What follows belongs to an exercise in optimizing a design on an open flow for small area, a short achievable clock period and few clock cycles; a production flow would make more cautious choices. At most, simulation tests tie the RTL to the original design; equivalence was not proved. No functional check of the RTL was part of runs 5 and 6.

**flow/flow/run.sh**
```bash
#!/bin/bash
# Standard layout, with each port buffered by a buf_1 instead of ORFS's default
# port buffer cell. Extra ORFS settings come from flow/extra.env.
set -euo pipefail
export BUFFER_PORTS_ARGS="-buffer_cell sky130_fd_sc_hd__buf_1"
if [[ -f flow/extra.env ]]; then set -a; source flow/extra.env; set +a; fi
bash standard.sh > standard_make.log 2>&1
```
**flow/constraint.sdc**
```tcl
create_clock -name core_clock -period 10.0 [get_ports {clk}]
set_input_delay 2.0000 -clock core_clock [delete_from_list [all_inputs] [get_ports {clk}]]
set_output_delay 2.0000 -clock core_clock [all_outputs]
set_load 0.01 [all_outputs]
```
**flow/flow/extra.env**
```
SETUP_SLACK_MARGIN=5
```
**flow/design.v**
```verilog
module qb_crc #(
    parameter integer K = 3                 
) (
    input  wire         clk,
    input  wire         rst,
    input  wire         in_valid,
    output wire         in_ready,
    input  wire [31:0]  in_crc,
    input  wire [511:0] in_data,
    input  wire [63:0]  in_mask,
    output reg          out_valid,
    output reg  [31:0]  out_crc
);
    localparam [31:0] POLY = 32'h82F6_3B78;
    localparam integer N  = (64 + K - 1) / K;  
    localparam integer CW = (N > 32) ? 6 : (N > 16) ? 5 : (N > 8) ? 4 : (N > 4) ? 3 : (N > 2) ? 2 : 1;
    function [31:0] crc_byte(input [31:0] c_in, input [7:0] b);
        reg [31:0] c;
        integer t;
        begin
            c = c_in ^ {24'd0, b};
            for (t = 0; t < 8; t = t + 1)
                c = (c >> 1) ^ (POLY & {32{c[0]}});
            crc_byte = c;
        end
    endfunction
    reg [CW-1:0]  cnt;                      
    reg           rdy;                      
    reg [8*K-1:0] dreg;
    reg [K-1:0]   mreg;
    reg           v1, last1;
    assign in_ready = rdy | !in_valid;
    wire [8*K*N-1:0] dpad = in_data;
    wire [K*N-1:0]   mpad = in_mask;
    reg [8*K-1:0] dsel;
    reg [K-1:0]   msel;
    integer q;
    always @(*) begin
        dsel = {8*K{1'b0}};
        msel = {K{1'b0}};
        for (q = 0; q < N; q = q + 1)
            if (cnt == q) begin
                dsel = dsel | dpad[q*8*K +: 8*K];
                msel = msel | mpad[q*K +: K];
            end
    end
    localparam integer NP = (N > 32) ? 64 : (N > 16) ? 32 : (N > 8) ? 16 : (N > 4) ? 8 : 4;
    reg [N-1:0]  nz, cand;
    reg [NP-1:0] pre;                       
    reg [NP-1:0] one, any, mul;             
    reg [CW-1:0] nxt;
    reg          last_next;
    integer i, s, l;
    always @(*) begin
        for (i = 0; i < N; i = i + 1) begin
            nz[i]   = |mpad[i*K +: K];
            cand[i] = nz[i] && (i > cnt);
        end
        pre = {NP{1'b0}};
        pre[N-1:0] = cand;
        for (s = 1; s < NP; s = s * 2)
            pre = pre | (pre << s);
        pre = pre << 1;
        one = {NP{1'b0}};
        one[N-1:0] = cand & ~pre[N-1:0];
        nxt = {CW{1'b0}};
        for (i = 0; i < N; i = i + 1)
            if (one[i]) nxt = nxt | i;
        if (!pre[N]) nxt = cnt + 1'b1;
        any = {NP{1'b0}};
        any[N-1:0] = cand;
        mul = {NP{1'b0}};
        for (l = 1; l < NP; l = l * 2)
            for (i = 0; i < NP; i = i + 2 * l) begin
                mul[i] = mul[i] | mul[i+l] | (any[i] & any[i+l]);
                any[i] = any[i] | any[i+l];
            end
        last_next = !mul[0];
    end
    always @(posedge clk) begin
        dreg  <= dsel;
        mreg  <= msel & {K{in_valid}};      
        last1 <= rdy;
        if (rst) begin
            cnt <= {CW{1'b0}};
            rdy <= 1'b0;
            v1  <= 1'b0;
        end else begin
            v1 <= in_valid;
            if (in_valid) begin
                cnt <= rdy ? {CW{1'b0}} : nxt;
                rdy <= !rdy && last_next;
            end
        end
    end
    reg [31:0] crc;
    reg [31:0] c;
    integer j;
    always @(*) begin
        c = crc;
        for (j = 0; j < K; j = j + 1)
            if (mreg[j]) c = crc_byte(c, dreg[8*j +: 8]);
    end
    always @(posedge clk) begin
        crc     <= (cnt == {CW{1'b0}}) ? in_crc : c;
        out_crc <= c;
        if (rst) out_valid <= 1'b0;
        else     out_valid <= v1 & last1;
    end
endmodule
```
**flow/standard.sh**
```bash
#!/bin/bash
# synth_recipe.tcl (not shown) runs the flow's synth.tcl, then flattens the netlist and writes it again
# the make line also repeats each setting of config.mk as NAME=value (left out here)
make -C /OpenROAD-flow-scripts/flow DESIGN_CONFIG=/design/flow/config.mk WORK_HOME=/design/flow/orfs CLKGATE_MAP_FILE= SYNTH_SCRIPT=/design/flow/synth_recipe.tcl "${@:-finish}"
```
**flow/config.mk**
```make
export PLATFORM = sky130hd
export DESIGN_NAME = qb_crc
export DESIGN_NICKNAME = qb_crc
export VERILOG_FILES = /design/flow/design.v
export SDC_FILE = /design/flow/constraint.sdc
export NUM_CORES = 4
export LEC_CHECK = 0
export CAP_MARGIN = 20
export CORE_AREA = 10 10 290 290
export DIE_AREA = 0 0 300 300
export SLEW_MARGIN = 20
```
==> results of run 1 <==
==> routing by layer <==
layer | global-route usage [%] | share of wire [%]
met5 | 0 | 0.29
met4 | 7.43 | 3.5
met3 | 6.91 | 11
met2 | 32.6 | 46
met1 | 25.0 | 40
==> cells in the final DEF, fill, tap and decap left out, types with 40 or more instances in the layout <==
master / synthesis / routed
buf_1: 3 / 643
a22oi_1: 212 / 212
xnor2_1: 131 / 119
dfxtp_1: 100 / 87
nor2_1: 105 / 86
buf_4: 0 / 86
nand3_1: 50 / 50
nand2_1: 49 / 49
a21oi_1: 42 / 41
nand4_1: 40 / 40
xor2_1: 45 / 40
==> logic make-up after synthesis <==
logic type	after synthesis	synth area share (%)
XOR/XNOR	245	28.3
multiplexers	81	8.39
buffers and inverters	92	3.32
adder cells (fa/ha/maj)	4	0.442
AND/OR/NAND/NOR	307	13.7
flip-flops	100	18.6
AO/OA/AOI/OAI	398	27.2
==> area by class of cell <==
type	count	area (um2)	area share, %
multi-input combinational	1035	9020	56.7
clock buffer	9	225	1.42
timing repair buffer	736	3150	19.8
tap	1040	1300	8.18
clock inverter	7	70.1	0.441
antenna	28	70.1	0.441
sequential	100	2020	12.7
inverter	13	48.8	0.307
==> stage by stage <==
stage               std cells  utilization [%]
floorplan                1227                -
global placement         2858             18.7
detailed placement       2858             18.7
CTS                      2900             19.7
global route             2956             20.5
finish                   2968             20.5
==> sequential cells by signal, indices dropped and copies added, names as in the netlist <==
signal / count
out_crc: 32
out_valid: 1
mreg: 3
crc: 32
dreg: 24
rdy: 1
last1: 1
cnt: 5
v1: 1
==> timing repair <==
| action | CTS | global route |
|---|---|---|
| resized for setup | 46 | 33 |
| pin swaps | 15 | 23 |
| buffers inserted | 26 | 40 |
| setup endpoints to repair | 55 | 21 |
==> worst register-to-register path: cells and delay by family (launching register included) <==
family	cells	cell delay (ns)
compound gates	1	0.25
xor+xnor	10	3.06
buf+inv	2	0.32
flops	1	0.36
mux	3	0.83
==> worst min path at each step <==
stage	startpoint	endpoint	slack [ns]	depth (start not counted)
CTS	last1	out_valid	0.43	2
detailed placement	last1	out_valid	0.41	2
finish	last1	out_valid	0.42	2
floorplan	rdy	last1	0.38	0
global route	last1	out_valid	0.44	2
global placement	last1	out_valid	0.40	2
==> qor.log, run 1 <==
INFO  setup_path     worstPathBufferInverterCount=2
INFO  logic_synthesis synth_seq_area_share=18.6%
INFO  flow_run       drv.max_cap_violation_count=0
INFO  clocking       insertion_delay=0.37ns
INFO  setup_path     cp_num_cells=16
INFO  global_route   gr_overflow_total=0
INFO  global_route   grt_first_pass_wirelength=126000um
INFO  clocking       total_cts_buffers=9
INFO  die            core.rowCount=102
INFO  clocking       tritoncts_num_sinks=100
INFO  setup_path     start_kind=register
INFO  logic_synthesis synth_edf_count=0
INFO  logic_synthesis mappedNetlistNets=1841
INFO  clocking       htree_levels=3
INFO  logic_synthesis post-synth-top-count-cell=a22oi_1
INFO  timing         timing.clock.skew=0.00788ns
INFO  die            die_x=300um
INFO  setup_path     critical-path-top-cell-by-count=xnor3_1
INFO  global_route   global_route.usage.total=20.4%
INFO  die            top_level_ports=645
INFO  detailed_routing vias_per_cell=4.78
INFO  logic_synthesis netlist.top_cell.by_area=dfxtp_1
INFO  logic_synthesis async_flop_share=0%
INFO  die            die-height=300um
INFO  logic_synthesis syn-cell-area=10800um2
INFO  global_route   first_global_vias=13800
INFO  timing         worst_slew_pin_slew=1.04ns
INFO  setup_path     timing.critical_path.to_type=register
INFO  setup_path     r2r-start=crc[5]
INFO  clocking       clockBufferDepth=2
INFO  die            floorplan_core_area=77600um2
INFO  detailed_routing first_pass_iteration_count_of_the_detailed_router=9
INFO  setup_path     critPathMaxStageDelay=0.51ns
INFO  logic_synthesis yosys-top-cells-count=a22oi_1, xnor2_1, nor2_1
INFO  die            fp.dieArea=90000um2
INFO  clocking       tritoncts_clock_tree=done
INFO  setup_path     setup.worst_path.class=reg2reg
INFO  global_route   grt_start_max_net_pins=56
INFO  setup_path     ff2ff_setup_slack=5.07ns
INFO  setup_path     required=10.26ns
INFO  timing         finalMaxSlewViolations=0
INFO  setup_path     crit_chain=xnor2_4, buf_6, xnor3_1, xnor3_1, mux2i_4, xnor2_4, buf_6, xnor3_1, xnor3_1, a21oi_4, xnor2_4, xor3_2, xnor3_1, xor2_1, mux2_2, mux2_2
INFO  detailed_routing route.antenna.remaining_nets=0
INFO  logic_synthesis synth_top_cells_by_area=dfxtp_1, a22oi_1, xnor2_1
INFO  timing         holdWs=0.419ns
INFO  logic_synthesis yosys_warnings=1
INFO  detailed_routing wl_per_cell=33.0um
INFO  timing         fin_crit=4.93ns
INFO  layout         postLayoutCellArea=15900um2
INFO  setup_path     cp.arrival=5.19ns
INFO  timing         finalSetupViolCount=0
INFO  placed_design  placement.setup.worst_slack=4.06ns
INFO  timing         final_hold_violation_count=0
INFO  timing         worst_slack=5.07ns
INFO  detailed_routing dr.first_iter.drc_count=1937
INFO  timing         max_freq=203MHz
INFO  layout         final_layout_size_suffix_gt1_share=13.5%
INFO  clocking       post_cts_hold_buffer_count=0
INFO  setup_path     timing.rr.end=crc[19]
INFO  detailed_routing drc=0
INFO  timing         slew_headroom=30.7%
INFO  logic_synthesis synth.ff_latch_count=100
INFO  setup_path     worst-path-max-fanout=7
INFO  min_path       timing.hold.worst.class=reg2reg
INFO  clocking       clkSlewWorstSetupHoldPaths=0.08ns
INFO  logic_synthesis synthFlopType=dfxtp_1
INFO  timing         post-route-period-util=49.3%
INFO  clocking       cts.root.buffer_cell=clkbuf_16
INFO  timing         finalSetupTns=0ns
INFO  logic_synthesis ys_types=62
INFO  global_route   grt_antenna_before_repair=67
INFO  placed_design  gp_congestion=0.980
INFO  status         run_status=no timing/DRC/antenna violations
INFO  logic_synthesis netlist.area_leader.share=18.6%
INFO  layout         finish.net_count=2509
INFO  detailed_routing num_vias=14200
INFO  setup_path     slowest_stage=xor3_2
INFO  detailed_routing final_wl=97900um
INFO  logic_synthesis postSynthAreaPerCell=8.76um2
INFO  setup_path     worst-r2r-cell-count=16
INFO  logic_synthesis post_synth_inst_count=1227
INFO  placed_design  port_buffers=644
INFO  layout         areaGrowthSynthToFinish=47.9%
INFO  setup_path     critical_path.startpoint=crc[5]
INFO  setup_path     critical_path.top_delay_family=XOR/XNOR gates
INFO  layout         n_fill_cell=8900
INFO  die            start_util=13.9%
INFO  setup_path     cp-endpoint=crc[19]
INFO  timing         rsz0062_at_grt=true
INFO  placed_design  detailedPlacementHpwl=83100um
INFO  placed_design  placement.cell_area=14500um2
Testbench counts, summed over its fixed seeds: cycles 46,056.
==> run 2, diff against run 1 <==
--- a/flow/config.mk
+++ b/flow/config.mk
@@ -7,2 +7,3 @@
 export LEC_CHECK = 0
+export ABC_AREA = 1
 export CAP_MARGIN = 20
==> run 2 against run 1 <==
Against the previous run:
- setup slack better by 0.088 ns
- global-route usage is 6.2 points higher
- synthesized area up 27%
- synthesized cell count rose by 94%
- fmax rose by 1.8%
- first-iteration DRC count grew 23%
- core utilization up 2.5 points
- via count up 47%
- sequential share of layout area is 1.5 points lower
- flip-flop and latch count is the same
==> qor.log, run 2 <==
INFO  status         run_status=no timing/DRC/antenna violations
INFO  logic_synthesis netlist.top_cell.by_area=nand2_1
INFO  setup_path     timing.critical_path.to_type=primary output
INFO  timing         finalMaxSlewViolations=0 [unchanged]
INFO  die            die_x=300um [unchanged]
INFO  detailed_routing wl_per_cell=31.0um [-6.0%]
INFO  min_path       worst_hold_path.num_cells=0 [-2]
INFO  global_route   grt_first_pass_wirelength=166000um [+33%]
INFO  clocking       clkSlewWorstSetupHoldPaths=0.08ns [about the same]
INFO  setup_path     r2r-start=dreg[5]
INFO  timing         rsz0062_at_grt=true
INFO  logic_synthesis mappedNetlistNets=2998 [+63%]
INFO  logic_synthesis synth_top_cells_by_area=nand2_1, dfxtp_1, nand3_1
INFO  detailed_routing vias_per_cell=5.13 [+7.3%]
INFO  die            fp.dieArea=90000um2 [unchanged]
INFO  setup_path     cp.arrival=2.84ns [-2.35 ns]
INFO  logic_synthesis netlist.area_leader.share=25.4% [+6.8 points]
INFO  detailed_routing route.antenna.remaining_nets=0 [unchanged]
INFO  layout         final_layout_size_suffix_gt1_share=8.19% [-5.3 points]
INFO  logic_synthesis post-synth-top-count-cell=nand2_1
INFO  detailed_routing num_vias=20900 [+47%]
INFO  setup_path     slowest_stage=clkbuf_2
INFO  global_route   gr_overflow_total=0 [unchanged]
INFO  die            die-height=300um [unchanged]
INFO  timing         max_freq=207MHz [+1.8%]
INFO  logic_synthesis syn-cell-area=13600um2 [+27%]
INFO  clocking       cts.root.buffer_cell=clkbuf_16
INFO  layout         highest_count_cells_in_the_layout_ignoring_fill_and_taps=nand2_1, buf_1, nand3_1
INFO  timing         post-route-period-util=48.4% [-0.88 points]
INFO  placed_design  placement.cell_area=17200um2 [+18%]
INFO  setup_path     start_kind=input pin
INFO  setup_path     ff2ff_setup_slack=5.24ns [+0.17 ns]
INFO  global_route   grt_antenna_before_repair=94 [+40%]
INFO  setup_path     critPathMaxStageDelay=0.22ns [-0.29 ns]
INFO  logic_synthesis synth.ff_latch_count=100 [unchanged]
INFO  die            top_level_ports=645 [unchanged]
INFO  layout         final_common_cell=nand2_1
INFO  min_path       hold_end=last1
INFO  global_route   grt_start_max_net_pins=53 [-5.4%]
INFO  timing         timing.clock.skew=0.0131ns [+0.00524 ns]
INFO  detailed_routing final_wl=126000um [+29%]
INFO  timing         fin_crit=4.84ns [-0.0877 ns]
INFO  detailed_routing drc=0 [unchanged]
INFO  global_route   global_route.usage.total=26.6% [+6.2 points]
INFO  logic_synthesis post_synth_inst_count=2384 [+94%]
INFO  logic_synthesis yosys-top-cells-count=nand2_1, nand3_1, inv_1
INFO  global_route   first_global_vias=19900 [+44%]
INFO  layout         n_fill_cell=9280 [+4.3%]
INFO  layout         areaGrowthSynthToFinish=31.2%
INFO  timing         finalSetupViolCount=0 [unchanged]
INFO  clocking       tritoncts_clock_tree=done
INFO  die            core.rowCount=102 [unchanged]
INFO  layout         finish.net_count=3599 [+43%]
INFO  logic_synthesis synthFlopType=dfxtp_1
INFO  setup_path     timing.rr.end=crc[5]
INFO  logic_synthesis ys_types=54 [-13%]
INFO  detailed_routing highest_layer=met5
INFO  layout         postLayoutCellArea=17900um2 [+12%]
INFO  clocking       htree_levels=3 [unchanged]
INFO  detailed_routing wl_met2=60200um [+35%]
INFO  setup_path     critical-path-top-cell-by-count=clkbuf_2
INFO  min_path       timing.hold.worst.start=rdy
INFO  logic_synthesis postSynthAreaPerCell=5.71um2 [-35%]
INFO  timing         final_hold_violation_count=0 [unchanged]
INFO  logic_synthesis synth_edf_count=0 [unchanged]
INFO  detailed_routing dr.first_iter.drc_count=2382 [+23%]
INFO  timing         finalSetupTns=0ns [unchanged]
INFO  timing         worst_slew_pin_slew=1.14ns [+0.102 ns]
INFO  clocking       insertion_delay=0.40ns [+0.03 ns]
INFO  detailed_routing detailroute.wirelength.met3=11700um [+11%]
INFO  placed_design  detailedPlacementHpwl=109000um [+32%]
INFO  setup_path     required=8.00ns [-2.26 ns]
INFO  setup_path     crit_chain=clkbuf_2, clkinv_4, nor2_4, inv_1, clkbuf_2
INFO  clocking       total_cts_buffers=9 [unchanged]
INFO  clocking       clockBufferDepth=2 [unchanged]
INFO  flow_run       drv.max_cap_violation_count=0 [unchanged]
INFO  setup_path     worst-r2r-cell-count=28 [+12]
INFO  clocking       tritoncts_num_sinks=100 [unchanged]
INFO  layout         top_regs=crc x32, out_crc x32, dreg x24
INFO  timing         slew_headroom=23.7% [-7.1 points]
INFO  placed_design  gp_congestion=1.03 [+5.5%]
INFO  clocking       post_cts_hold_buffer_count=0 [unchanged]
INFO  die            start_util=17.5% [+3.7 points]
INFO  die            floorplan_core_area=77600um2 [unchanged]
INFO  detailed_routing met1Wirelength=46200um [+19%]
INFO  placed_design  port_buffers=644 [unchanged]
INFO  logic_synthesis async_flop_share=0% [unchanged]
INFO  logic_synthesis yosys_warnings=1 [unchanged]
INFO  logic_synthesis synth_seq_area_share=14.7% [-3.9 points]
INFO  min_path       timing.hold.worst.class=reg2reg
INFO  setup_path     setup.worst_path.class=in2out
INFO  detailed_routing first_pass_iteration_count_of_the_detailed_router=6 [-3]
INFO  setup_path     worst-path-max-fanout=10 [+3]
run 2: what timing repair did:
action | 4_1_cts | 5_1_grt
pin swaps | 0 | 3
setup buffers | 0 | 9
setup endpoints to repair | 54 | 57
gates cloned | 0 | 0
resized for setup | 13 | 32
run 2: logic make-up (layout without fill, tap and decap cells):
family,Yosys count,in the layout,share of synthesized area [%]
AND/OR/NAND/NOR,1568,1568,52.1
XOR/XNOR,94,94,6.10
flip-flops,100,100,14.7
adder cells (fa/ha/maj),3,3,0.276
buffers and inverters,296,902,9.15
other,0,41,0
multiplexers,1,1,0.0736
AO/OA/AOI/OAI,322,322,17.6
run 2: through the flow:
stage	cells	hold WS (ns)	util [%]	setup slack, ns
floorplan	2384	0.351	-	5.47
global placement	4005	0.368	22.2	4.53
detailed placement	4005	0.371	22.2	4.55
CTS	4021	0.412	22.6	5.00
global route	4056	0.421	23.0	4.98
finish	4071	0.413	23.0	5.16
run 2: cell type report:
cell class	count	area [um2]	area share (%)
timing repair buffer	687	2770	15.5
sequential	100	2010	11.2
antenna	41	103	0.575
clock buffer	9	225	1.26
tap	1040	1300	7.29
clock inverter	7	56.3	0.315
multi-input combinational	1988	10600	59.6
inverter	199	756	4.23
run 2: worst max path at each step:
stage / start / end / slack, ns / depth (start not counted)
after detailed placement: in_valid / in_ready / 4.55 / 5
after global placement: in_valid / in_ready / 4.53 / 5
final: in_valid / in_ready / 5.16 / 5
after floorplan: in_valid / in_ready / 5.47 / 3
after CTS: in_valid / in_ready / 5.00 / 5
after global routing: crc[4] / crc[5] / 4.98 / 32
run 2: per-layer routing:
metal / global-route usage (%) / vias to the layer above
met5: 0 / -
met4: 15.3 / 26
met3: 7.32 / 288
met2: 45.2 / 1398
met1: 29.6 / 9856
li1: - / 9329
run 2: worst max-delay path: cells and delay by family:
kind	cells	cell delay, ns
buffers and inverters	4	0.65
and+or+nand+nor	1	0.18
==> run 3, diff against run 2 <==
--- a/flow/design.v
+++ b/flow/design.v
@@ -46,9 +46,5 @@
     end
-    localparam integer NP = (N > 32) ? 64 : (N > 16) ? 32 : (N > 8) ? 16 : (N > 4) ? 8 : 4;
     reg [N-1:0]  nz, cand;
-    reg [NP-1:0] pre;                       
-    reg [NP-1:0] one, any, mul;             
     reg [CW-1:0] nxt;
-    reg          last_next;
-    integer i, s, l;
+    integer i;
     always @(*) begin
@@ -58,23 +54,7 @@
         end
-        pre = {NP{1'b0}};
-        pre[N-1:0] = cand;
-        for (s = 1; s < NP; s = s * 2)
-            pre = pre | (pre << s);
-        pre = pre << 1;
-        one = {NP{1'b0}};
-        one[N-1:0] = cand & ~pre[N-1:0];
-        nxt = {CW{1'b0}};
-        for (i = 0; i < N; i = i + 1)
-            if (one[i]) nxt = nxt | i;
-        if (!pre[N]) nxt = cnt + 1'b1;
-        any = {NP{1'b0}};
-        any[N-1:0] = cand;
-        mul = {NP{1'b0}};
-        for (l = 1; l < NP; l = l * 2)
-            for (i = 0; i < NP; i = i + 2 * l) begin
-                mul[i] = mul[i] | mul[i+l] | (any[i] & any[i+l]);
-                any[i] = any[i] | any[i+l];
-            end
-        last_next = !mul[0];
+        nxt = cnt + 1'b1;
+        for (i = N - 1; i >= 0; i = i - 1)
+            if (cand[i]) nxt = i;
     end
+    wire last_next = ((cand & (cand - 1'b1)) == {N{1'b0}});
     always @(posedge clk) begin
--- a/flow/config.mk
+++ b/flow/config.mk
@@ -7,3 +7,2 @@
 export LEC_CHECK = 0
-export ABC_AREA = 1
 export CAP_MARGIN = 20
==> run 3 against run 2 <==
Against the previous run:
- clock-buffer cell count unchanged
- clock skew is 0.0029 ns lower
- routed wire length down 15%
- synthesized area down 22%
- register-to-register slack worse by 0.16 ns
- via count decreased by 31%
- non-clock buffer count is 22 higher
- hold slack got worse by 0.0035 ns
- final cell count shrank 28%
- largest cell class unchanged
- highest routed layer unchanged
==> qor.log, run 3 <==
INFO  flow_run       drv.max_cap_violation_count=0 [unchanged]
INFO  layout         top_regs=crc x32, out_crc x32, dreg x24
INFO  layout         highest_count_cells_in_the_layout_ignoring_fill_and_taps=buf_1, a22oi_1, xnor2_1
INFO  logic_synthesis synthFlopType=dfxtp_1
INFO  global_route   global_route.usage.total=22.6% [-4.0 points]
INFO  clocking       total_cts_buffers=9 [unchanged]
INFO  global_route   first_global_vias=14100 [-29%]
INFO  detailed_routing drc=0 [unchanged]
INFO  setup_path     critical_path.top_delay_family=XOR/XNOR gates
INFO  layout         multi_input_area=8730um2 [-18%]
INFO  setup_path     worstPathBufferInverterCount=2 [-2]
INFO  logic_synthesis syn-cell-area=10700um2 [-22%]
INFO  timing         post-route-period-util=49.2% [+0.82 points]
INFO  setup_path     cp.arrival=5.19ns [+2.35 ns]
INFO  logic_synthesis synth_top_cells_by_area=dfxtp_1, xnor2_1, a22oi_1
INFO  timing         rsz0062_at_grt=true
INFO  timing         timing.clock.skew=0.0102ns [-0.00287 ns]
INFO  clocking       clkSlewWorstSetupHoldPaths=0.08ns [about the same]
INFO  detailed_routing num_vias=14400 [-31%]
INFO  timing         worst_slack=5.08ns [-0.0818 ns]
INFO  layout         finish.net_count=2448 [-32%]
INFO  clocking       cts.root.buffer_cell=clkbuf_16
INFO  clocking       tritoncts_clock_tree=done
INFO  timing         max_freq=203MHz [-1.7%]
INFO  die            fp.dieArea=90000um2 [unchanged]
INFO  timing         finalSetupTns=0ns [unchanged]
INFO  logic_synthesis ys_types=81 [+50%]
INFO  global_route   gr_overflow_total=0 [unchanged]
INFO  timing         final_hold_violation_count=0 [unchanged]
INFO  die            core.rowCount=102 [unchanged]
INFO  setup_path     worst-path-max-fanout=7 [-3]
INFO  logic_synthesis async_flop_share=0% [unchanged]
INFO  logic_synthesis postSynthAreaPerCell=8.93um2 [+56%]
INFO  layout         n_fill_cell=9006 [-3.0%]
INFO  layout         finalNonFillerCells=2925 [-28%]
INFO  logic_synthesis yosys-top-cells-count=a22oi_1, xnor2_1, nor2_1
INFO  die            start_util=13.7% [-3.8 points]
INFO  detailed_routing dr.first_iter.drc_count=2367 [-0.63%]
INFO  placed_design  placed_cells=2826 [-29%]
INFO  detailed_routing final_wl=108000um [-15%]
INFO  logic_synthesis netlist.area_leader.share=18.8% [-6.6 points]
INFO  logic_synthesis post_synth_inst_count=1195 [-50%]
INFO  setup_path     setup.worst_path.class=reg2reg
INFO  global_route   grt_start_max_net_pins=65 [+23%]
INFO  setup_path     start_kind=register
INFO  logic_synthesis yosys_warnings=1 [unchanged]
INFO  logic_synthesis synth_seq_area_share=18.8% [+4.1 points]
INFO  die            die-height=300um [unchanged]
INFO  timing         fin_crit=4.92ns [+0.0818 ns]
INFO  setup_path     critPathMaxStageDelay=0.50ns [+0.28 ns]
INFO  logic_synthesis synth_edf_count=0 [unchanged]
INFO  timing         worst_slew_pin_slew=1.08ns [-0.0638 ns]
INFO  setup_path     required=10.27ns [+2.27 ns]
INFO  die            floorplan_core_area=77600um2 [unchanged]
INFO  clocking       insertion_delay=0.38ns [-0.02 ns]
INFO  timing         slew_headroom=28.2% [+4.5 points]
INFO  setup_path     timing.critical_path.to_type=register
INFO  detailed_routing route.antenna.remaining_nets=0 [unchanged]
INFO  placed_design  detailedPlacementHpwl=92800um [-15%]
INFO  setup_path     critical-path-top-cell-by-count=xnor2_4
INFO  global_route   grt_antenna_before_repair=85 [-9.6%]
INFO  placed_design  gp_congestion=1.02 [-1.7%]
INFO  setup_path     crit_chain=xnor2_4, buf_4, xnor3_2, xnor3_1, mux2i_4, xnor2_4, xnor2_4, buf_4, xnor3_2, mux2i_4, xnor2_4, xnor2_4, xor2_4, xnor3_2, mux2_4, mux2_4
INFO  logic_synthesis netlist.top_cell.by_area=dfxtp_1
INFO  layout         final_layout_size_suffix_gt1_share=12.2% [+4.0 points]
INFO  logic_synthesis synth.ff_latch_count=100 [unchanged]
INFO  layout         final_common_cell=buf_1
INFO  clocking       clockBufferDepth=2 [unchanged]
INFO  die            die_x=300um [unchanged]
INFO  global_route   grt_first_pass_wirelength=137000um [-18%]
INFO  placed_design  port_buffers=644 [unchanged]
INFO  placed_design  placement.setup.worst_slack=4.62ns [+0.0717 ns]
INFO  die            top_level_ports=645 [unchanged]
INFO  detailed_routing vias_per_cell=4.93 [-3.9%]
INFO  setup_path     slowest_stage=xnor3_2
INFO  clocking       htree_levels=3 [unchanged]
INFO  timing         finalSetupViolCount=0 [unchanged]
INFO  logic_synthesis post-synth-top-count-cell=a22oi_1
INFO  status         run_status=no timing/DRC/antenna violations
INFO  min_path       timing.hold.worst.class=reg2reg
INFO  detailed_routing first_pass_iteration_count_of_the_detailed_router=10 [+4]
INFO  layout         area.sequential=2010um2 [+0.31%]
INFO  layout         areaGrowthSynthToFinish=44.6%
INFO  logic_synthesis mappedNetlistNets=1809 [-40%]
INFO  timing         finalMaxSlewViolations=0 [unchanged]
INFO  detailed_routing wl_per_cell=36.8um [+19%]
INFO  clocking       post_cts_hold_buffer_count=0 [unchanged]
INFO  clocking       tritoncts_num_sinks=100 [unchanged]
run 3: cell count changes after synthesis, moves of 33 or more:
cell	change
nand2_1	-850
nand3_1	-330
inv_1	-160
a22oi_1	+126
xnor2_1	+108
a222oi_1	+72
nand2_2	-59
a221oi_1	-57
xor2_1	-38
mux2i_1	+33
run 3: cell families (layout without fill, tap and decap cells):
family          after synthesis  after routing  share of synthesized area (%)
simple gates                301            301                           13.5
other cells                   0             46                              0
xor+xnor                    229            229                           27.2
compound gates              397            397                           28.6
mux                          71             71                           7.93
buf+inv                      93            737                           3.60
flops                       100            100                           18.8
fa+ha+maj                     4              4                          0.446
run 3: path summary, 6_finish.rpt:
check | endpoint | cells after the start | slack [ns] | start
setup / recovery | crc[3] | 16 | 5.08 | crc[2]
hold / removal | last1 | 0 | 0.41 | rdy
setup reg to reg | crc[3] | 16 | 5.08 | crc[2]
hold reg to reg | last1 | 0 | 0.41 | rdy
run 3: timing repair:
action / 4_1_cts / 5_1_grt
hold endpoints to repair: 0 / 0
setup buffers: 23 / 14
pin swaps: 12 / 8
resized for setup: 26 / 20
endpoints found under the setup margin: 42 / 27
run 3: through the flow:
step / hold WS, ns / util, % / instance area (um2)
final: 0.409 / 19.9 / 15400
after global routing: 0.419 / 19.8 / 15400
after CTS: 0.381 / 19.4 / 15100
after detailed placement: 0.359 / 18.6 / 14400
after global placement: 0.359 / 18.6 / 14400
after floorplan: 0.351 / - / 10700
run 3: layer usage:
metal,GRT usage (%),wire length [um]
met2,35.0,49700
met3,9.69,13600
met5,0,282
met4,12.0,4420
met1,26.2,39600
run 3: final cells by class:
class | instances | area share, %
Multi-Input combinational cell | 1002 | 56.6
Timing Repair Buffer | 709 | 18.9
Sequential cell | 100 | 13.1
Tap cell | 1040 | 8.44
Clock buffer | 9 | 1.46
Antenna cell | 46 | 0.746
Clock inverter | 7 | 0.462
Inverter | 12 | 0.316
Testbench counts of run 3, summed over its fixed seeds: cycles 46,056.
==> run 4, diff against run 3 <==
==> flow/flow/extra.env (replaced) <==
SETUP_SLACK_MARGIN=6
==> run 4 against run 3 <==
Against the previous run:
- still clean
- sequential share of layout area is 1.3 points lower
- setup slack improved by 0.28 ns
- first-iteration DRC count is 4.9% lower
- die area unchanged
- flip-flop and latch count did not move
- routed wire length shrank 0.84%
- fmax grew 6.1%
- clock skew up 0.0023 ns
- highest routed layer unchanged
==> qor.log, run 4 <==
INFO  placed_design  port_buffers=644 [unchanged]
INFO  placed_design  placement.cell_area=14600um2 [+1.4%]
INFO  layout         finalNonFillerCells=3035 [+3.8%]
INFO  global_route   met2_usage=35.6% [+0.63 points]
INFO  layout         final_layout_size_suffix_gt1_share=23.0% [+11 points]
INFO  die            start_util=13.7% [unchanged]
INFO  setup_path     r2r-start=crc[7]
INFO  timing         timing.clock.skew=0.0126ns [+0.00232 ns]
INFO  global_route   grt_start_max_net_pins=65 [unchanged]
INFO  setup_path     worst-r2r-cell-count=19 [+3]
INFO  min_path       hold_end=out_valid
INFO  logic_synthesis synth.ff_latch_count=100 [unchanged]
INFO  setup_path     critical_path.startpoint=crc[7]
INFO  logic_synthesis syn-cell-area=10700um2 [unchanged]
INFO  timing         final_hold_violation_count=0 [unchanged]
INFO  die            die_x=300um [unchanged]
INFO  die            core.rowCount=102 [unchanged]
INFO  timing         finalSetupTns=0ns [unchanged]
INFO  global_route   first_global_vias=14600 [+3.3%]
INFO  timing         post-route-period-util=46.4% [-2.8 points]
INFO  die            die-height=300um [unchanged]
INFO  timing         max_freq=215MHz [+6.1%]
INFO  global_route   grt_max_usage_layer=met2
INFO  logic_synthesis netlist.area_leader.share=18.8% [unchanged]
INFO  detailed_routing dr.first_iter.drc_count=2250 [-4.9%]
INFO  setup_path     ff2ff_setup_slack=5.36ns [+0.28 ns]
INFO  clocking       post_cts_hold_buffer_count=0 [unchanged]
INFO  setup_path     cp.arrival=4.91ns [-0.28 ns]
INFO  global_route   gr_overflow_total=0 [unchanged]
INFO  die            fp.dieArea=90000um2 [unchanged]
INFO  layout         highest_count_cells_in_the_layout_ignoring_fill_and_taps=buf_1, buf_4, a22oi_1
INFO  global_route   grt_first_pass_wirelength=136000um [-0.97%]
INFO  global_route   met1_usage=27.0% [+0.80 points]
INFO  clocking       htree_levels=3 [unchanged]
INFO  setup_path     worst-path-max-fanout=5 [-2]
INFO  timing         slew_headroom=27.5% [-0.64 points]
INFO  clocking       clockBufferDepth=2 [unchanged]
INFO  clocking       total_cts_buffers=9 [unchanged]
INFO  setup_path     crit_chain=xnor2_4, buf_4, xnor2_4, buf_4, xnor3_1, mux2i_4, xnor2_4, xnor3_4, xor2_4, buf_6, nor4b_4, a2111oi_4, buf_4, a21o_4, nand2_4, buf_6, xnor3_1, a21oi_2, mux2_4
INFO  setup_path     slowest_stage=xnor3_4
INFO  timing         finalSetupViolCount=0 [unchanged]
INFO  placed_design  placed_cells=2825 [-0.035%]
INFO  clocking       clkSlewWorstSetupHoldPaths=0.07ns [about the same]
INFO  logic_synthesis synthFlopType=dfxtp_1
INFO  layout         finish.net_count=2572 [+5.1%]
INFO  timing         worst_slack=5.36ns [+0.283 ns]
INFO  setup_path     required=10.27ns [about the same]
INFO  setup_path     cp_num_cells=19 [+3]
INFO  setup_path     timing.critical_path.to_type=register
INFO  detailed_routing first_pass_iteration_count_of_the_detailed_router=7 [-3]
INFO  clocking       tritoncts_num_sinks=100 [unchanged]
INFO  clocking       tritoncts_clock_tree=done
INFO  setup_path     critPathMaxStageDelay=0.50ns [about the same]
INFO  flow_run       drv.max_cap_violation_count=0 [unchanged]
INFO  logic_synthesis synth_edf_count=0 [unchanged]
INFO  global_route   grt_antenna_before_repair=87 [+2.4%]
INFO  placed_design  gp_congestion=1.00 [-1.2%]
INFO  layout         areaGrowthSynthToFinish=63.4%
INFO  logic_synthesis yosys-top-cells-count=a22oi_1, xnor2_1, nor2_1
INFO  min_path       timing.hold.worst.start=last1
INFO  detailed_routing wl_per_cell=35.2um [-4.4%]
INFO  min_path       worst_hold_path.num_cells=2 [+2]
INFO  clocking       cts.root.buffer_cell=clkbuf_16
INFO  logic_synthesis post-synth-top-count-cell=a22oi_1
INFO  placed_design  detailedPlacementHpwl=90300um [-2.7%]
INFO  logic_synthesis mappedNetlistNets=1809 [unchanged]
INFO  detailed_routing num_vias=14900 [+3.2%]
INFO  logic_synthesis yosys_warnings=1 [unchanged]
INFO  timing         worst_slew_pin_slew=1.09ns [+0.00955 ns]
INFO  setup_path     timing.rr.end=crc[9]
INFO  layout         postLayoutCellArea=17400um2 [+13%]
INFO  layout         final_common_cell=buf_1
INFO  detailed_routing drc=0 [unchanged]
INFO  layout         top_regs=crc x32, out_crc x32, dreg x24
INFO  detailed_routing vias_per_cell=4.91 [-0.53%]
INFO  global_route   global_route.usage.total=22.2% [-0.41 points]
INFO  timing         fin_crit=4.64ns [-0.283 ns]
INFO  global_route   met3_usage=7.45% [-2.2 points]
INFO  timing         finalMaxSlewViolations=0 [unchanged]
INFO  timing         rsz0062_at_grt=true
INFO  logic_synthesis postSynthAreaPerCell=8.93um2 [unchanged]
INFO  detailed_routing final_wl=107000um [-0.84%]
INFO  placed_design  placement.setup.worst_slack=4.67ns [+0.0491 ns]
INFO  clocking       insertion_delay=0.38ns [about the same]
INFO  setup_path     critical_path.top_delay_family=XOR/XNOR gates
INFO  logic_synthesis post_synth_inst_count=1195 [unchanged]
INFO  die            floorplan_core_area=77600um2 [unchanged]
INFO  setup_path     setup.worst_path.class=reg2reg
INFO  setup_path     start_kind=register
INFO  logic_synthesis netlist.top_cell.by_area=dfxtp_1
INFO  logic_synthesis synth_seq_area_share=18.8% [unchanged]
INFO  setup_path     worstPathBufferInverterCount=5 [+3]
INFO  logic_synthesis synth_top_cells_by_area=dfxtp_1, xnor2_1, a22oi_1
INFO  status         run_status=no timing/DRC/antenna violations
INFO  min_path       timing.hold.worst.class=reg2reg
INFO  detailed_routing route.antenna.remaining_nets=0 [unchanged]
INFO  logic_synthesis async_flop_share=0% [unchanged]
INFO  logic_synthesis ys_types=81 [unchanged]
INFO  die            top_level_ports=645 [unchanged]
[run 4: cell counts after synthesis]
No cell type changed its count.
[run 4: cell type report]
class / instances / area (um2)
Tap cell: 1040 / 1300
Sequential cell: 100 / 2050
Fill cell: 8733 / 60200
Multi-Input combinational cell: 1002 / 9510
Timing Repair Buffer: 833 / 4110
Clock buffer: 12 / 246
Inverter: 12 / 77.6
Antenna cell: 32 / 80.1
Clock inverter: 4 / 56.3
[run 4: cells by family after synthesis]
logic type,count (synthesis),share of synthesized area [%]
multiplexers,71,7.93
AND/OR/NAND/NOR,301,13.5
buffers and inverters,93,3.60
flip-flops,100,18.8
AO/OA/AOI/OAI,397,28.6
adder cells (fa/ha/maj),4,0.446
XOR/XNOR,229,27.2
[run 4: through the flow]
step	utilization, %	hold WS [ns]
final	22.5	0.426
after global routing	22.4	0.431
after CTS	21.5	0.412
after detailed placement	18.8	0.403
after global placement	18.8	0.407
after floorplan	-	0.384
[run 4: how the worst max path moves through the flow]
| stage | slack, ns | end |
|---|---|---|
| floorplan | 5.29 | crc[5] |
| global placement | 4.66 | crc[4] |
| detailed placement | 4.67 | crc[5] |
| CTS | 5.39 | crc[3] |
| global route | 5.23 | crc[9] |
| finish | 5.36 | crc[9] |
[run 4: what timing repair did]
action | 4_1_cts | 5_1_grt
buffers inserted | 122 | 40
gates resized for setup | 131 | 76
setup endpoints to repair | 70 | 67
pin swaps | 71 | 46
[run 4: tightest hold or removal path: stages, from the launching register on]
cell and delay [ns]:
dfxtp_1 0.30, nand2_1 0.05, nor2_1 0.04
[run 4: layer usage]
| layer | up-vias | part of all wire, % |
|---|---|---|
| met5 | - | 0.23 |
| met4 | 36 | 3.3 |
| met3 | 215 | 12 |
| met2 | 1197 | 47 |
| met1 | 7209 | 38 |
| li1 | 6239 | - |
==> run 5, diff against run 4 <==
--- a/flow/design.v
+++ b/flow/design.v
@@ -1,3 +1,3 @@
 module qb_crc #(
-    parameter integer K = 3                 
+    parameter integer K = 2                 
 ) (
==> run 5 against run 4 <==
Against the previous run:
- final cell count decreased by 6.3%
- die area unchanged
- register-to-register slack improved by 0.60 ns
- largest cell class unchanged
- flip-flop and latch count decreased by 9
- clock skew increased by 0.0020 ns
- critical path type is now in2out
- synthesized cell count decreased by 5.7%
- final area decreased by 19%
- synthesized area decreased by 11%
- global-route usage decreased by 0.99 points
- via count decreased by 7.2%
==> qor.log, run 5 <==
INFO  status         run_status=no timing/DRC/antenna violations
INFO  logic_synthesis netlist.area_leader.share=19.2% [+0.47 points]
INFO  global_route   global_route.usage.total=21.2% [-0.99 points]
INFO  logic_synthesis post_synth_inst_count=1127 [-5.7%]
INFO  layout         final_layout_size_suffix_gt1_share=11.8% [-11 points]
INFO  setup_path     cp.arrival=2.26ns [-2.65 ns]
INFO  global_route   grt_first_pass_wirelength=130000um [-4.4%]
INFO  timing         max_freq=235MHz [+8.8%]
INFO  setup_path     worst-path-max-fanout=2 [-3]
INFO  die            start_util=12.2% [-1.5 points]
INFO  logic_synthesis synthFlopType=dfxtp_1
INFO  layout         top_regs=crc x32, out_crc x32, dreg x16
INFO  setup_path     crit_chain=buf_8, nand2b_4, buf_6
INFO  logic_synthesis netlist.top_cell.by_area=dfxtp_1
INFO  logic_synthesis syn-cell-area=9470um2 [-11%]
INFO  placed_design  gp_congestion=1.00 [+0.14%]
INFO  logic_synthesis yosys_warnings=1 [unchanged]
INFO  detailed_routing vias_per_cell=4.86 [-0.91%]
INFO  logic_synthesis mappedNetlistNets=1742 [-3.7%]
INFO  logic_synthesis post-synth-top-count-cell=a22oi_1
INFO  layout         finish.net_count=2387 [-7.2%]
INFO  die            floorplan_core_area=77600um2 [unchanged]
INFO  logic_synthesis synth.ff_latch_count=91 [-9.0%]
INFO  placed_design  port_buffers=644 [unchanged]
INFO  setup_path     critPathMaxStageDelay=0.10ns [-0.40 ns]
INFO  clocking       total_cts_buffers=9 [unchanged]
INFO  detailed_routing final_wl=102000um [-4.7%]
INFO  setup_path     worstPathBufferInverterCount=2 [-3]
INFO  clocking       cts.root.buffer_cell=clkbuf_16
INFO  placed_design  placed_cells=2781 [-1.6%]
INFO  logic_synthesis synth_seq_area_share=19.2% [+0.47 points]
INFO  timing         timing.clock.skew=0.0146ns [+0.00204 ns]
INFO  timing         slew_headroom=24.4% [-3.1 points]
INFO  die            die-height=300um [unchanged]
INFO  logic_synthesis yosys-top-cells-count=a22oi_1, xnor2_1, dfxtp_1
INFO  clocking       clockBufferDepth=2 [unchanged]
INFO  placed_design  detailedPlacementHpwl=86700um [-3.9%]
INFO  logic_synthesis postSynthAreaPerCell=8.40um2 [-5.9%]
INFO  timing         finalSetupViolCount=0 [unchanged]
INFO  timing         final_hold_violation_count=0 [unchanged]
INFO  layout         final_common_cell=buf_1
INFO  global_route   first_global_vias=13600 [-6.5%]
INFO  global_route   grt_start_max_net_pins=52 [-20%]
INFO  global_route   gr_overflow_total=0 [unchanged]
INFO  logic_synthesis async_flop_share=0% [unchanged]
INFO  clocking       tritoncts_num_sinks=91 [-9.0%]
INFO  logic_synthesis synth_top_cells_by_area=dfxtp_1, a22oi_1, xnor2_1
INFO  timing         finalSetupTns=0ns [unchanged]
INFO  detailed_routing wl_per_cell=35.8um [+1.7%]
INFO  detailed_routing dr.first_iter.drc_count=2015 [-10%]
INFO  clocking       post_cts_hold_buffer_count=0 [unchanged]
INFO  global_route   grt_antenna_before_repair=85 [-2.3%]
INFO  timing         worst_slew_pin_slew=1.13ns [+0.0385 ns]
INFO  die            fp.dieArea=90000um2 [unchanged]
INFO  layout         areaGrowthSynthToFinish=49.4%
INFO  timing         post-route-period-util=42.6% [-3.8 points]
INFO  logic_synthesis synth_edf_count=0 [unchanged]
INFO  layout         finalNonFillerCells=2843 [-6.3%]
INFO  logic_synthesis ys_types=75 [-7.4%]
INFO  detailed_routing first_pass_iteration_count_of_the_detailed_router=6 [-1]
INFO  die            core.rowCount=102 [unchanged]
INFO  setup_path     required=8.00ns [-2.27 ns]
INFO  layout         multi_input_area=7670um2 [-19%]
INFO  setup_path     setup.worst_path.class=in2out
INFO  clocking       clkSlewWorstSetupHoldPaths=0.08ns [about the same]
INFO  layout         n_fill_cell=8992 [+3.0%]
INFO  layout         highest_count_cells_in_the_layout_ignoring_fill_and_taps=buf_1, a22oi_1, xnor2_1
INFO  timing         finalMaxSlewViolations=0 [unchanged]
INFO  setup_path     timing.critical_path.to_type=primary output
INFO  timing         rsz0062_at_grt=true
INFO  detailed_routing num_vias=13800 [-7.2%]
INFO  clocking       htree_levels=3 [unchanged]
INFO  setup_path     slowest_stage=buf_8
INFO  clocking       tritoncts_clock_tree=done
INFO  detailed_routing drc=0 [unchanged]
INFO  setup_path     start_kind=input pin
INFO  layout         area.sequential=1830um2 [-11%]
INFO  setup_path     critical_path.top_delay_family=buffers and inverters
INFO  flow_run       drv.max_cap_violation_count=0 [unchanged]
INFO  detailed_routing route.antenna.remaining_nets=0 [unchanged]
INFO  clocking       insertion_delay=0.37ns [about the same]
INFO  die            die_x=300um [unchanged]
INFO  die            top_level_ports=645 [unchanged]
INFO  min_path       timing.hold.worst.class=reg2reg
INFO  timing         fin_crit=4.26ns [-0.377 ns]
run 5: cell types whose count changed after synthesis, sizes merged, moves of 12 or more:
cell    before  now
a222oi      72   36
xor2        43   31
nor2       103   89
xnor3       33   13
xnor2      150  118
a22oi      145  180
o21ai       37   50
nand3       19   31
a21oi       50   33
run 5: cell families (layout without fill, tap and decap cells):
group	after synthesis	in the layout	share of synthesized area (%)
AO/OA/AOI/OAI	415	415	32.8
XOR/XNOR	167	167	21.3
adder cells (fa/ha/maj)	4	4	0.529
buffers and inverters	86	736	3.42
flip-flops	91	91	19.2
multiplexers	62	62	7.41
other	0	26	0
AND/OR/NAND/NOR	302	302	15.3
run 5: layout make-up:
| cell class | instances | area share (%) |
|---|---|---|
| Antenna cell | 26 | 0.460 |
| Inverter | 14 | 0.372 |
| Sequential cell | 91 | 12.9 |
| Clock buffer | 9 | 1.59 |
| Clock inverter | 7 | 0.655 |
| Timing Repair Buffer | 706 | 20.6 |
| Tap cell | 1040 | 9.20 |
| Multi-Input combinational cell | 950 | 54.2 |
run 5: worst paths after layout:
path	start	endpoint	slack (ns)	cells past startpoint
setup / recovery	in_valid	in_ready	5.74	3
hold / removal	last1	out_valid	0.42	2
setup reg to reg	cnt[0]	rdy	5.96	13
hold reg to reg	last1	out_valid	0.42	2
run 5: layer usage:
metal / GRT usage, % / vias up / wire [um]
met5: 0 / - / 367
met3: 7.44 / 215 / 12100
met1: 26.8 / 6664 / 40500
li1: - / 5775 / -
met2: 33.5 / 1115 / 46000
met4: 6.35 / 58 / 2710
run 5: stage by stage:
stage	area, um2	hold WS (ns)	setup slack, ns	util [%]
final	14100	0.422	5.74	18.2
after global routing	14100	0.451	5.73	18.2
after CTS	13900	0.426	5.74	17.9
after detailed placement	13400	0.413	5.41	17.2
after global placement	13400	0.401	5.43	17.2
after floorplan	9500	0.364	5.93	-
run 5: tightest hold or removal path, cell delays in order (launching register included):
cell and delay (ns):
dfxtp_1 0.31, nand2_1 0.05, nor2_1 0.03
run 5: repair_timing:
item	CTS	global route
setup buffers	9	11
pin swaps	3	4
gates cloned	0	0
endpoints found under the setup margin	15	14
gates resized for setup	17	20
==> run 6, diff against run 5 <==
--- a/flow/design.v
+++ b/flow/design.v
@@ -1,3 +1,3 @@
 module qb_crc #(
-    parameter integer K = 2                 
+    parameter integer K = 4                 
 ) (
==> flow/flow/extra.env (replaced) <==
SETUP_SLACK_MARGIN=5
==> run 6 against run 5 <==
Against the previous run:
- flip-flop and latch count grew 17
- routed wire length shrank 0.83%
- fmax shrank 31%
- first-iteration DRC count shrank 12%
- still clean
- clock-buffer cell count is the same
- setup slack lost 1.9 ns
- hold slack lost 0.015 ns
- synthesized cell count grew 28%
==> qor.log, run 6 <==
INFO  global_route   grt_start_max_net_pins=51 [-1.9%]
INFO  detailed_routing first_pass_iteration_count_of_the_detailed_router=7 [+1]
INFO  clocking       cts.root.buffer_cell=clkbuf_16
INFO  layout         finish.net_count=2846 [+19%]
INFO  global_route   first_global_vias=16300 [+20%]
INFO  logic_synthesis synth_mux_area_share=8.54% [+1.1 points]
INFO  detailed_routing wl_per_cell=30.6um [-14%]
INFO  clocking       htree_levels=3 [unchanged]
INFO  die            die_x=300um [unchanged]
INFO  die            floorplan_core_area=77600um2 [unchanged]
INFO  detailed_routing vias_per_cell=4.94 [+1.6%]
INFO  setup_path     cp.arrival=6.45ns [+4.19 ns]
INFO  timing         post-route-period-util=61.6% [+19 points]
INFO  logic_synthesis synth_edf_count=0 [unchanged]
INFO  logic_synthesis syn-cell-area=12800um2 [+36%]
INFO  setup_path     critical-path-top-cell-by-count=buf_6
INFO  logic_synthesis synthFlopType=dfxtp_1
INFO  global_route   gr_overflow_total=0 [unchanged]
INFO  logic_synthesis synth_seq_area_share=16.8% [-2.4 points]
INFO  layout         areaGrowthSynthToFinish=57.9%
INFO  timing         timing.clock.skew=0.0162ns [+0.00160 ns]
INFO  die            core.rowCount=102 [unchanged]
INFO  min_path       timing.hold.worst.class=reg2reg
INFO  logic_synthesis synth_top_family_by_area=XOR/XNOR gates
INFO  logic_synthesis netlist.top_cell.by_area=dfxtp_1
INFO  layout         final_layout_size_suffix_gt1_share=23.6% [+12 points]
INFO  die            die-height=300um [unchanged]
INFO  global_route   grt_first_pass_wirelength=133000um [+2.2%]
INFO  layout         final_common_cell=buf_1
INFO  logic_synthesis adder_cell_share_of_the_synthesized_area=0.370% [-0.16 points]
INFO  placed_design  detailedPlacementHpwl=83200um [-4.0%]
INFO  timing         rsz0062_at_grt=true
INFO  clocking       total_cts_buffers=9 [unchanged]
INFO  logic_synthesis yosys_warnings=1 [unchanged]
INFO  timing         worst_slew_pin_slew=1.09ns [-0.0365 ns]
INFO  timing         finalSetupTns=0ns [unchanged]
INFO  placed_design  placed_cells=3047 [+9.6%]
INFO  detailed_routing drc=0 [unchanged]
INFO  logic_synthesis synth_compound_area_share=26.5% [-6.3 points]
INFO  logic_synthesis synthXorXnorAreaFrac=31.4% [+10 points]
INFO  detailed_routing num_vias=16300 [+18%]
INFO  setup_path     start_kind=register
INFO  logic_synthesis post_synth_and_or_nand_nor_area_fraction=12.7% [-2.6 points]
INFO  setup_path     required=10.29ns [+2.29 ns]
INFO  clocking       clkSlewWorstSetupHoldPaths=0.10ns [+0.02 ns]
INFO  logic_synthesis yosys-top-cells-count=xnor2_1, a22oi_1, dfxtp_1
INFO  logic_synthesis synth_top_cells_by_area=dfxtp_1, xnor2_1, a22oi_1
INFO  layout         finalNonFillerCells=3294 [+16%]
INFO  logic_synthesis post_synth_inst_count=1443 [+28%]
INFO  layout         top_regs=crc x32, dreg x32, out_crc x32
INFO  timing         finalMaxSlewViolations=0 [unchanged]
INFO  layout         highest_count_cells_in_the_layout_ignoring_fill_and_taps=buf_1, buf_4, a22oi_1
INFO  logic_synthesis async_flop_share=0% [unchanged]
INFO  detailed_routing route.antenna.remaining_nets=0 [unchanged]
INFO  timing         fin_crit=6.16ns [+1.90 ns]
INFO  clocking       tritoncts_num_sinks=108 [+19%]
INFO  setup_path     slowest_stage=xnor3_2
INFO  detailed_routing final_wl=101000um [-0.83%]
INFO  placed_design  port_buffers=644 [unchanged]
INFO  logic_synthesis netlist.area_leader.share=16.8% [-2.4 points]
INFO  die            fp.dieArea=90000um2 [unchanged]
INFO  logic_synthesis mappedNetlistNets=2057 [+18%]
INFO  clocking       tritoncts_clock_tree=done
INFO  logic_synthesis ys_types=79 [+5.3%]
INFO  setup_path     worst-path-max-fanout=5 [+3]
INFO  status         run_status=no timing/DRC/antenna violations
INFO  global_route   grt_antenna_before_repair=61 [-28%]
INFO  timing         finalSetupViolCount=0 [unchanged]
INFO  logic_synthesis post-synth-top-count-cell=xnor2_1
INFO  detailed_routing dr.first_iter.drc_count=1768 [-12%]
INFO  placed_design  gp_congestion=0.981 [-2.3%]
INFO  timing         max_freq=162MHz [-31%]
INFO  logic_synthesis postSynthAreaPerCell=8.90um2 [+5.9%]
INFO  setup_path     timing.critical_path.to_type=register
INFO  die            top_level_ports=645 [unchanged]
INFO  flow_run       drv.max_cap_violation_count=0 [unchanged]
INFO  global_route   global_route.usage.total=20.9% [-0.31 points]
INFO  setup_path     critPathMaxStageDelay=0.56ns [+0.46 ns]
INFO  clocking       clockBufferDepth=2 [unchanged]
INFO  logic_synthesis synth.ff_latch_count=108 [+19%]
INFO  clocking       insertion_delay=0.40ns [+0.03 ns]
INFO  timing         final_hold_violation_count=0 [unchanged]
INFO  setup_path     setup.worst_path.class=reg2reg
INFO  timing         slew_headroom=25.5% [+1.1 points]
INFO  die            start_util=16.5% [+4.3 points]
## run 6: changes by cell type in the layout (fill, tap and decap cells not counted), sizes merged, moves of 20 or more
cell and delta:
xor2 +27, xnor3 +37, buf +181, a21oi +40, a22oi -24, nor3 -20
mux2i +31, xnor2 +91
## run 6: through the flow
| stage | utilization [%] | hold WS [ns] | area [um2] | worst slack (ns) |
|---|---|---|---|---|
| after global routing | 26.1 | 0.416 | 20300 | 3.69 |
| after floorplan | - | 0.359 | 13000 | 3.82 |
| after detailed placement | 21.4 | 0.385 | 16600 | 2.89 |
| after global placement | 21.4 | 0.386 | 16600 | 2.93 |
| final | 26.1 | 0.406 | 20300 | 3.84 |
| after CTS | 24.8 | 0.396 | 19200 | 3.96 |
## run 6: final timing paths
kind / slack, ns / start / cells past startpoint / endpoint
worst max-delay path: 3.84 / crc[0] / 25 / crc[9]
worst min-delay path: 0.41 / rdy / 0 / last1
worst max register to register: 3.84 / crc[0] / 25 / crc[9]
worst min register to register: 0.41 / rdy / 0 / last1
## run 6: timing repair
action	4_1_cts	5_1_grt
pin swaps	87	64
setup buffers	138	76
gates resized for setup	191	86
setup endpoints to repair	64	64
hold buffers	0	0
## run 6: logic make-up (layout without fill, tap and decap cells)
| logic type | Yosys count | after routing |
|---|---|---|
| AO/OA/AOI/OAI | 454 | 454 |
| XOR/XNOR | 325 | 325 |
| adder cells (fa/ha/maj) | 4 | 4 |
| buffers and inverters | 120 | 914 |
| flip-flops | 108 | 108 |
| multiplexers | 99 | 99 |
| other | 0 | 17 |
| AND/OR/NAND/NOR | 333 | 333 |
## run 6: layer usage
metal,global-route usage (%),share of wire [%],vias up
li1,-,-,7066
met1,25.3,40,7914
met2,34.3,46,1056
met3,7.46,10,215
met4,6.60,3.8,30
met5,0,0.19,-
## run 6: critical path: cells and delay by family, from the launching register on
kind	cells	cell delay [ns]
XOR/XNOR	11	3.01
buffers and inverters	7	0.94
AO/OA/AOI/OAI	3	0.81
multiplexers	2	0.53
flip-flops	1	0.38
AND/OR/NAND/NOR	2	0.34
## run 6: area by class of cell
| cell class | instances | area, um2 |
|---|---|---|
| sequential | 108 | 2200 |
| fill | 8390 | 57300 |
| antenna | 17 | 42.5 |
| clock buffer | 9 | 225 |
| clock inverter | 7 | 93.8 |
| timing repair buffer | 887 | 4660 |
| multi-input combinational | 1215 | 11700 |
| inverter | 11 | 42.5 |
| tap | 1040 | 1300 |
==> run 7, diff against run 6 <==
--- a/flow/design.v
+++ b/flow/design.v
@@ -1,3 +1,3 @@
 module qb_crc #(
-    parameter integer K = 4                 
+    parameter integer K = 3                 
 ) (
--- a/flow/config.mk
+++ b/flow/config.mk
@@ -8,4 +8,4 @@
 export CAP_MARGIN = 20
-export CORE_AREA = 10 10 290 290
-export DIE_AREA = 0 0 300 300
+export CORE_AREA = 5 5 175 175
+export DIE_AREA = 0 0 180 180
 export SLEW_MARGIN = 20
==> run 7 against run 6 <==
Against the previous run:
- the flow now stops in I/O pin placement
- synthesized cell count is 17% lower
- synthesized area is 17% lower
==> qor.log, run 7 <==
INFO  logic_synthesis synth.ff_latch_count=100 [-7.4%]
INFO  logic_synthesis netlist.area_leader.share=18.8% [+1.9 points]
INFO  logic_synthesis mappedNetlistNets=1809 [-12%]
INFO  logic_synthesis synthFlopType=dfxtp_1
INFO  status         stop_stage=I/O pin placement
INFO  die            die-height=180um [-40%]
INFO  die            die_x=180um [-40%]
INFO  logic_synthesis netlist.top_cell.by_area=dfxtp_1
INFO  logic_synthesis ys_types=81 [+2.5%]
INFO  logic_synthesis yosys_warnings=1 [unchanged]
INFO  logic_synthesis post_synth_inst_count=1195 [-17%]
INFO  logic_synthesis async_flop_share=0% [unchanged]
INFO  logic_synthesis post-synth-top-count-cell=a22oi_1
INFO  logic_synthesis synth_top_cells_by_area=dfxtp_1, xnor2_1, a22oi_1
INFO  die            core.rowCount=62 [-39%]
INFO  logic_synthesis postSynthAreaPerCell=8.93um2 [+0.30%]
INFO  logic_synthesis syn-cell-area=10700um2 [-17%]
INFO  logic_synthesis yosys-top-cells-count=a22oi_1, xnor2_1, nor2_1
INFO  status         run.stop_error=[ERROR PPL-0024] Number of IO pins (645) exceeds maximum number of available positions (644). Increase the die perimeter from 720.00um to 877.20um.
INFO  status         run_status=stopped before the end
INFO  logic_synthesis synth_edf_count=0 [unchanged]
INFO  logic_synthesis synth_seq_area_share=18.8% [+1.9 points]
INFO  die            start_util=37.3% [+21 points]
## run 7: changes by cell type after synthesis, sizes merged, moves of 19 or more
cell | previous run | this run
xnor2 | 209 | 150
a222oi | 31 | 72
a21oi | 73 | 50
a22o | 45 | 22
mux2i | 64 | 41
a211oi | 23 | 4
clkbuf | 89 | 70
## run 7: cell families after synthesis
kind of cell / after synthesis / synth area share, %
mux: 71 / 7.93
compound gates: 397 / 28.6
xor+xnor: 229 / 27.2
fa+ha+maj: 4 / 0.446
simple gates: 301 / 13.5
buf+inv: 93 / 3.60
flops: 100 / 18.8
Testbench counts of run 7, summed over its fixed seeds: cycles 46,056.
==> run 8, diff against run 7 <==
==> flow/flow/extra.env (replaced) <==
SETUP_SLACK_MARGIN=4
==> run 8 against run 7 <==
Against the previous run:
- the run again fails in I/O pin placement
- synthesized cell count is the same
- synthesized area is the same
==> qor.log, run 8 <==
INFO  die            core.rowCount=62 [unchanged]
INFO  logic_synthesis netlist.top_cell.by_area=dfxtp_1
INFO  logic_synthesis synth_seq_area_share=18.8% [unchanged]
INFO  logic_synthesis yosys_warnings=1 [unchanged]
INFO  logic_synthesis async_flop_share=0% [unchanged]
INFO  die            die_x=180um [unchanged]
INFO  logic_synthesis ys_types=81 [unchanged]
INFO  status         run.stop_error=[ERROR PPL-0024] Number of IO pins (645) exceeds maximum number of available positions (644). Increase the die perimeter from 720.00um to 877.20um.
INFO  logic_synthesis netlist.area_leader.share=18.8% [unchanged]
INFO  status         stop_stage=I/O pin placement
INFO  logic_synthesis mappedNetlistNets=1809 [unchanged]
INFO  logic_synthesis synth_top_cells_by_area=dfxtp_1, xnor2_1, a22oi_1
INFO  logic_synthesis synthFlopType=dfxtp_1
INFO  die            start_util=37.3% [unchanged]
INFO  die            die-height=180um [unchanged]
INFO  status         run_status=stopped before the end
INFO  logic_synthesis post_synth_inst_count=1195 [unchanged]
INFO  logic_synthesis postSynthAreaPerCell=8.93um2 [unchanged]
INFO  logic_synthesis synth.ff_latch_count=100 [unchanged]
INFO  logic_synthesis syn-cell-area=10700um2 [unchanged]
INFO  logic_synthesis yosys-top-cells-count=a22oi_1, xnor2_1, nor2_1
INFO  logic_synthesis post-synth-top-count-cell=a22oi_1
INFO  logic_synthesis synth_edf_count=0 [unchanged]
[run 8: cell counts after synthesis]
Identical to the previous run, type by type.
[run 8: logic make-up after synthesis]
logic type | synth area share, %
xor+xnor | 27.2
mux | 7.93
compound gates | 28.6
fa+ha+maj | 0.446
flops | 18.8
buf+inv | 3.60
simple gates | 13.5

static timing again, ports no longer ideal:
How much do the figures lean on ideal ports? The routed layouts below were timed once more, with nothing changed but the port constraints. Step 1, drivers: a clkbuf_16 drives clk and a buf_2 each remaining input, both assumed. Step 2 also shifts input and output timing later by t, the mid clock arrival at the registers, as if the neighbouring blocks saw the same clock. Slacks: ideal ports / drivers / drivers and shift; pairs: ideal ports / drivers.
run	t, ns	setup WS [ns]	hold WS [ns]	worst slew at a driven data input, ns	pins driven straight from the clock port
run 1	0.419	5.070 / 5.070 / 5.070	0.419 / 0.419 / 0.419	0.30	1
run 2	0.450	5.158 / 4.986 / 4.776	0.413 / 0.413 / 0.413	0.28	1
run 3	0.425	5.076 / 4.996 / 4.996	0.409 / 0.409 / 0.409	0.31	1
run 4	0.427	5.359 / 5.359 / 5.359	0.426 / 0.426 / 0.426	0.34	1
run 5	0.413	5.736 / 5.682 / 5.538	0.422 / 0.422 / 0.422	0.25	1
run 6	0.463	3.841 / 3.841 / 3.841	0.406 / 0.406 / 0.406	0.29	1
After both steps setup and hold are still met in every run listed. For run 2, which loses most, drivers alone change the setup slack by -0.172 ns; drivers and shift together by -0.382 ns.
